Context: an optimization exercise on an open-source flow, tuned for small area, a short achievable clock period and few clock cycles per item. The choices shown serve that exercise and are no tape-out recipe.
Only the layout flow was run in this run; the RTL was not checked for function there.

==> flow/design.v <==
module sr_mix (
    input  wire [63:0] x,
    output wire [63:0] y
);
    localparam [63:0] C1 = 64'hBF58476D1CE4E5B9;
    localparam [63:0] C2 = 64'h94D049BB133111EB;
    wire [63:0] a = x ^ (x >> 30);
    wire [63:0] b = a * C1;
    wire [63:0] c = b ^ (b >> 27);
    wire [63:0] d = c * C2;
    assign y = d ^ (d >> 31);
endmodule
module fp_narrow #(
    parameter integer EB   = 8,
    parameter integer MB   = 7,
    parameter integer BIAS = 127,
    parameter integer E4M3 = 0
) (
    input  wire [31:0] x,
    input  wire        rnd,
    input  wire        sat,
    input  wire [15:0] r,
    output reg  [15:0] code,
    output reg  [2:0]  flags       
);
    localparam integer W     = EB + MB + 1;
    localparam integer EMIN  = 1 - BIAS;                       
    localparam integer ETOP  = E4M3 ? 15 : (1 << EB) - 2;      
    localparam integer MTOP  = E4M3 ? 6 : (1 << MB) - 1;       
    localparam [15:0] NAN_CODE = E4M3 ? 16'h007F : ((((1 << EB) - 1) << MB) | (1 << (MB - 1)));
    localparam [15:0] INF_CODE = (((1 << EB) - 1) << MB);
    localparam [15:0] MAX_CODE = (ETOP << MB) | MTOP;
    wire        s    = x[31];
    wire [7:0]  ex   = x[30:23];
    wire [22:0] man  = x[22:0];
    wire [15:0] sbit = s ? (16'd1 << (W - 1)) : 16'd0;
    wire [23:0] sig  = {ex != 8'd0, man};
    wire [8:0]  eeff = (ex == 8'd0) ? 9'd1 : {1'b0, ex};
    integer e_src, e, sh, ef;
    reg [39:0]  wide;
    reg [39:0]  shifted;
    reg [23:0]  lostmask;
    reg         lost;
    reg [15:0]  frac;
    reg [24:0]  n;
    reg [24:0]  n2;
    reg [16:0]  srsum;
    reg         up, inexact, below;
    reg [15:0]  mf;
    always @* begin
        code    = 16'd0;
        flags   = 3'b000;
        e_src   = eeff - 127;
        e       = (e_src > EMIN) ? e_src : EMIN;
        sh      = 23 - MB + (e - e_src);
        wide    = {sig, 16'd0};
        if (sh >= 40)
            shifted = 40'd0;
        else
            shifted = wide >> sh;
        n       = {9'd0, shifted[39:16]};
        frac    = shifted[15:0];
        if (sh <= 16)
            lostmask = 24'd0;
        else if (sh >= 40)
            lostmask = 24'hFFFFFF;
        else
            lostmask = (24'd1 << (sh - 16)) - 24'd1;
        lost    = (sig & lostmask) != 24'd0;
        inexact = (frac != 16'd0) || lost;
        below   = (ex == 8'd0) || (e_src < EMIN);
        srsum   = {1'b0, frac} + {1'b0, r};
        if (rnd)
            up = srsum[16];
        else
            up = frac[15] && ((frac[14:0] != 15'd0) || lost || n[0]);
        n2 = n + {24'd0, up};
        ef = 0;
        mf = 16'd0;
        if (ex == 8'hFF) begin
            if (man != 23'd0)
                code = NAN_CODE;
            else if (E4M3)
                code = 16'h007F;
            else
                code = sbit | INF_CODE;
        end else if (sig == 24'd0) begin
            code = sbit;
        end else begin
            if (inexact)
                flags = {1'b0, below, 1'b1};
            if (n2 == 25'd0) begin
                code = sbit;
            end else begin
                if (n2 >= (25'd1 << (MB + 1))) begin
                    n2 = n2 >> 1;
                    e  = e + 1;
                end
                if (n2 >= (25'd1 << MB)) begin
                    ef = e + BIAS;
                    mf = n2[15:0] - (16'd1 << MB);
                end else begin
                    ef = 0;
                    mf = n2[15:0];
                end
                if (ef > ETOP || (ef == ETOP && mf > MTOP)) begin
                    flags = {1'b1, flags[1], 1'b1};
                    if (!E4M3 && !sat)
                        code = sbit | INF_CODE;
                    else
                        code = sbit | MAX_CODE;
                end else begin
                    code = sbit | (ef[15:0] << MB) | mf;
                end
            end
        end
    end
endmodule
module sr_convert (
    input  wire        clk,
    input  wire        rst,
    input  wire        in_valid,
    output wire        in_ready,
    input  wire [31:0] in_value,
    input  wire [1:0]  in_fmt,       
    input  wire        in_rnd,       
    input  wire        in_sat,
    input  wire [63:0] in_seed,
    input  wire [63:0] in_step,
    input  wire [31:0] in_tensor,
    input  wire [7:0]  in_tag,
    input  wire [47:0] in_coord,
    output reg         out_valid,
    input  wire        out_ready,
    output reg  [15:0] out_code,
    output reg  [2:0]  out_flags     
);
    localparam [63:0] GOLDEN = 64'h9E3779B97F4A7C15;
    localparam [1:0] S_IDLE = 2'd0;
    localparam [1:0] S_HASH = 2'd1;
    localparam [1:0] S_CONV = 2'd2;
    localparam [1:0] S_OUT  = 2'd3;
    reg [1:0]  state;
    reg [1:0]  round;
    reg [31:0] value;
    reg [1:0]  fmt;
    reg        rnd;
    reg        sat;
    reg [63:0] step;
    reg [31:0] tensor;
    reg [7:0]  tag;
    reg [47:0] coord;
    reg [63:0] h;
    assign in_ready = (state == S_IDLE);
    reg [63:0] operand;
    always @* begin
        case (round)
            2'd0:    operand = 64'd0;
            2'd1:    operand = step;
            2'd2:    operand = {tensor, tag, 24'd0};
            default: operand = {16'd0, coord};
        endcase
    end
    wire [63:0] mixed;
    sr_mix u_mix (.x(h ^ operand), .y(mixed));
    wire [15:0] code_bf16, code_fp16, code_e4m3, code_e5m2;
    wire [2:0]  flags_bf16, flags_fp16, flags_e4m3, flags_e5m2;
    fp_narrow #(.EB(8), .MB(7),  .BIAS(127), .E4M3(0)) u_bf16 (
        .x(value), .rnd(rnd), .sat(sat), .r(h[15:0]), .code(code_bf16), .flags(flags_bf16));
    fp_narrow #(.EB(5), .MB(10), .BIAS(15),  .E4M3(0)) u_fp16 (
        .x(value), .rnd(rnd), .sat(sat), .r(h[15:0]), .code(code_fp16), .flags(flags_fp16));
    fp_narrow #(.EB(4), .MB(3),  .BIAS(7),   .E4M3(1)) u_e4m3 (
        .x(value), .rnd(rnd), .sat(sat), .r(h[15:0]), .code(code_e4m3), .flags(flags_e4m3));
    fp_narrow #(.EB(5), .MB(2),  .BIAS(15),  .E4M3(0)) u_e5m2 (
        .x(value), .rnd(rnd), .sat(sat), .r(h[15:0]), .code(code_e5m2), .flags(flags_e5m2));
    reg [15:0] conv_code;
    reg [2:0]  conv_flags;
    always @* begin
        case (fmt)
            2'd0:    begin conv_code = code_bf16; conv_flags = flags_bf16; end
            2'd1:    begin conv_code = code_fp16; conv_flags = flags_fp16; end
            2'd2:    begin conv_code = code_e4m3; conv_flags = flags_e4m3; end
            default: begin conv_code = code_e5m2; conv_flags = flags_e5m2; end
        endcase
    end
    always @(posedge clk) begin
        if (rst) begin
            state     <= S_IDLE;
            round     <= 2'd0;
            out_valid <= 1'b0;
        end else begin
            case (state)
                S_IDLE: begin
                    if (in_valid) begin
                        value  <= in_value;
                        fmt    <= in_fmt;
                        rnd    <= in_rnd;
                        sat    <= in_sat;
                        step   <= in_step;
                        tensor <= in_tensor;
                        tag    <= in_tag;
                        coord  <= in_coord;
                        h      <= in_seed ^ GOLDEN;
                        round  <= 2'd0;
                        state  <= S_HASH;
                    end
                end
                S_HASH: begin
                    h     <= mixed;
                    round <= round + 2'd1;
                    if (round == 2'd3)
                        state <= S_CONV;
                end
                S_CONV: begin
                    out_code  <= conv_code;
                    out_flags <= conv_flags;
                    out_valid <= 1'b1;
                    state     <= S_OUT;
                end
                default: begin
                    if (out_ready) begin
                        out_valid <= 1'b0;
                        state     <= S_IDLE;
                    end
                end
            endcase
        end
    end
endmodule
==> flow/run.sh <==
#!/bin/bash
# synth_recipe.tcl (not shown) runs the flow's synth.tcl, then flattens the netlist and writes it again
# the make line also repeats each setting of config.mk as NAME=value (left out here)
make -C /OpenROAD-flow-scripts/flow DESIGN_CONFIG=/design/flow/config.mk WORK_HOME=/design/flow/orfs CLKGATE_MAP_FILE= SYNTH_SCRIPT=/design/flow/synth_recipe.tcl finish
==> flow/config.mk <==
export PLATFORM = sky130hd
export DESIGN_NAME = sr_convert
export DESIGN_NICKNAME = sr_convert
export VERILOG_FILES = /design/flow/design.v
export SDC_FILE = /design/flow/constraint.sdc
export NUM_CORES = 4
export LEC_CHECK = 0
export CAP_MARGIN = 20
export CORE_MARGIN = 2
export CORE_UTILIZATION = 40
export SLEW_MARGIN = 20
==> flow/constraint.sdc <==
create_clock -name core_clock -period 25.0 [get_ports {clk}]
set_input_delay 5.0000 -clock core_clock [delete_from_list [all_inputs] [get_ports {clk}]]
set_output_delay 5.0000 -clock core_clock [all_outputs]
set_load 0.01 [all_outputs]
==> run notes <==
## cell families (layout without fill, tap and decap cells)
logic type,Yosys count,count (layout)
compound gates,1885,1885
xor+xnor,620,620
fa+ha+maj,2966,2966
buf+inv,3151,3412
flops,276,276
mux,272,272
other cells,2,59
simple gates,2523,2523
## flip-flops by register name, summed over array words and instances (netlist names)
| name | flops |
|---|---|
| coord | 48 |
| fmt | 2 |
| h | 64 |
| out_code | 16 |
| out_flags | 3 |
| out_valid | 1 |
| rnd | 1 |
| round | 2 |
| sat | 1 |
| state | 2 |
| step | 64 |
| tag | 8 |
| tensor | 32 |
| value | 32 |
## metrics by stage
| stage | instance area, sq um | util (%) |
|---|---|---|
| 2_1_floorplan | 104000 | - |
| 3_3_place_gp | 112000 | 43.3 |
| 3_5_place_dp | 112000 | 43.3 |
| 4_1_cts | 114000 | 43.8 |
| 5_1_grt | 114000 | 43.8 |
| 6_report | 114000 | 43.8 |
## cell usage in the layout, fill, tap and decap left out, types with 34 or more instances in the layout
cell             instances
inv_1                 2767
fa_1                  1716
ha_1                  1244
nand2_1                609
nor2_1                 587
xnor2_1                455
a21oi_1                449
o21ai_0                414
buf_4                  292
clkdlybuf4s50_1        276
edfxtp_1               271
nor3_1                 243
nand3_1                236
mux2i_1                175
xor2_1                 131
nand4_1                124
nor4_1                 118
a21o_1                 112
a31oi_1                102
and3_1                  90
or3_1                   83
a211oi_1                76
o211ai_1                70
nand2b_1                65
nor2b_1                 64
o21a_1                  58
and2_1                  55
mux2_2                  55
or4_1                   46
o31ai_1                 46
a22oi_1                 40
mux4_2                  38
or2_2                   37
a221o_1                 36
clkbuf_16               36
o2111ai_1               35
conb_1                  34
## cell type report
type	instances	area (sq um)	share of cell area, %
diodes	25	62.6	0.0550
clock buffers	45	975	0.857
clock inverters	19	214	0.188
inverters	2779	10400	9.17
multi-input cells	8300	84600	74.4
flip-flops and latches	276	8240	7.24
well taps	3402	4260	3.74
repair buffers	569	4960	4.36
## worst reg2reg max path: cells and delay by family, from the launching register on
kind / cells / cell delay, ns
AO/OA/AOI/OAI: 25 / 7.12
flip-flops: 1 / 0.48
buffers and inverters: 17 / 2.41
AND/OR/NAND/NOR: 8 / 1.11
XOR/XNOR: 8 / 2.30
adder cells (fa/ha/maj): 23 / 9.96
## worst max path at each step
| stage | startpoint | endpoint | slack, ns | depth (start not counted) |
|---|---|---|---|---|
| after floorplan | round[0] | h[32] | 4.30 | 79 |
| after global placement | round[0] | h[32] | 1.70 | 81 |
| after detailed placement | round[0] | h[32] | 1.54 | 81 |
| after CTS | round[0] | h[32] | 1.52 | 81 |
| after global routing | round[0] | h[32] | 0.31 | 82 |
| final | round[0] | h[32] | 1.41 | 81 |
## routing by layer
layer  vias up  GRT usage [%]
met4        34           21.0
met1     45200           45.6
met3      1126           8.30
met5         -              0
li1      39100              -
met2      5036           55.1
## cell usage after synthesis (all sizes together) (41+ instances only)
| library cell | instances |
|---|---|
| inv | 2773 |
| fa | 1716 |
| ha | 1249 |
| nand2 | 613 |
| nor2 | 594 |
| xnor2 | 479 |
| a21oi | 453 |
| o21ai | 432 |
| clkbuf | 279 |
| edfxtp | 271 |
| nor3 | 252 |
| nand3 | 239 |
| mux2i | 176 |
| xor2 | 139 |
| nand4 | 125 |
| nor4 | 123 |
| a21o | 112 |
| a31oi | 106 |
| buf | 93 |
| and3 | 90 |
| or3 | 83 |
| a211oi | 82 |
| o211ai | 70 |
| nand2b | 65 |
| nor2b | 65 |
| and2 | 60 |
| mux2 | 58 |
| o21a | 58 |
| or4 | 47 |
| o31ai | 46 |
| or2 | 41 |
==> run notes <==
- Uppermost layer routed: met5
- Ys Warns: 5
- Row count: 187
- Routed wire per std cell: 30.7 um
- RePlAce Congestion: 1.07
- Status: complete, no violations
- Die Ht: 515 um
- I/O Buffers: 276
- Inserted Clock Buffers: 35
- Hold crit path type: reg -> reg
- Hold Path Depth: 2
- Setup TNS Final: 0 ns
- Met3 wire length: 47200 um
- First-pass GRT wire length: 673000 um
- Worst path required time: 25.41 ns
- Area contributors post-synth: fa_1, ha_1, inv_1
- Post-CTS sizing: 0
- Most used cell, CP: fa_1
- CP Data Arrival Time: 24.00 ns
- Share of cells above drive strength 1: 5.21%
- Gr usage total: 35.7%
- Layout Skew: 0.0527 ns
- Synth Area in Simple Gates: 12.2%
- Top-area cell type share of the netlist area: 32.9%
- Library cells used by synthesis: 130
- Clock Path Buffers: 3
- Initial DRC Count: 11.1k
- Fin. Hold Viols: 0
- DRT Pass-1 Iters: 8
- Asr flop ratio synth: 0%
- Cells after Synth: 11.7k
- Dpl hpwl: 404000 um
- RR Endpoint: h[32]
- Post-synth EDFFs: 271
- Finished Layout Cells: 15.4k
- Placed insts: 15.3k
- Worst hold start: state[1]
- Tmin final: 23.59 ns
- Compound-cell area share of the yosys netlist: 12.2%
- Worst rel slew slack: 15.0%
- CP startpoint kind: register
- Multiplexer share of the synthesized area: 3.14%
- Top delay family on crit path: adder cells
- Post-CTS setup buffer count: 0
- Vias per cell: 5.87
- Worst setup EP type: register
- Final Cycle Share: 94.4%
- Total congestion overflow: 0
- Final Max Tran Viols: 0
- Clock latency on the worst-skew pair: 0.67 ns
- Fill cells: 25.8k
- Synth Area in Adders: 47.9%
- RSZ-0062 raised after global routing: false
- Hold endpoint: state[1]
- FMAX: 0.0424 GHz
- Worst slew pin tran: 1.26 ns
- Clk slew on worst S/H paths: 0.07 ns
- Total die area: 0.265 sq mm
- # setup viols final: 0
- Initial Util: 40.2%
- WL met2: 208000 um
- Cell area after synthesis: 0.104 sq mm
- Final Worst Setup Slack: 1.41 ns
- Synth Register Bits: 276
- Vias in the first global route: 90.6k
- Buf/Inv on CP: 17
- FF-to-FF Start: round[0]
- Met1 Wirelength: 183000 um
- Sink Count: 276
- # IOs: 277
- Largest net degree at the start of global routing: 65
- CP max stage cell: a311oi_1
- Mean Syn Cell Area: 8.92 sq um
- Via Count: 90.5k
- Final #Nets: 15.2k
- Critical Path Max Stage Delay: 0.89 ns
- CTS root buffer: clkbuf_16
- Largest family of logic cells by synthesized area: adder cells
- Core Box Area: 0.259 sq mm
- # H-tree levels: 2
- Worst-path fanout max: 64
- Ys flop type: edfxtp_1
- CTS Hold Bufs: 0
- Worst Reg-to-Reg Cells: 81
- Area Growth Syn to Fin: 9.05%
- Synth area leader: fa_1
- Initial antenna violation count: 27
- Synth Area in XOR/XNOR: 5.23%
- WHS: 0.537 ns
- Total wire length: 474000 um
- Pre-CTS setup slack: 1.54 ns
- Max_cap viols: 0
- Seq/Total Area, Yosys: 7.90%
- Die width: 515 um
- DRC: 0
- DRT antenna net count: 0
- Setup CP Type: reg -> reg
- CTS tree: yes
- Flop2flop setup slack: 1.41 ns

## re-timing with driven ports
Ports are ideal in the flow. The routed layout listed here was re-timed in OpenROAD. Step 1 assumes that a clkbuf_16 drives the clock port and a buf_2 every other input. Step 2 moves the port delays by t, midway between the first and last clock arrival at a register: inputs arrive t later, outputs are due t later. That takes back most of the time a late clock gives input paths. a / b / c = ideal / step 1 / step 2; a / b = the first two.
shift t [ns]: 0.726
setup WS [ns]: 1.409 / 1.409 / 1.409
worst register clock-pin slew, ns: 0.07 / 0.07
After both steps setup and hold are still met in this run. For this run, drivers alone change the setup slack by 0.000 ns; drivers and shift together by 0.000 ns.
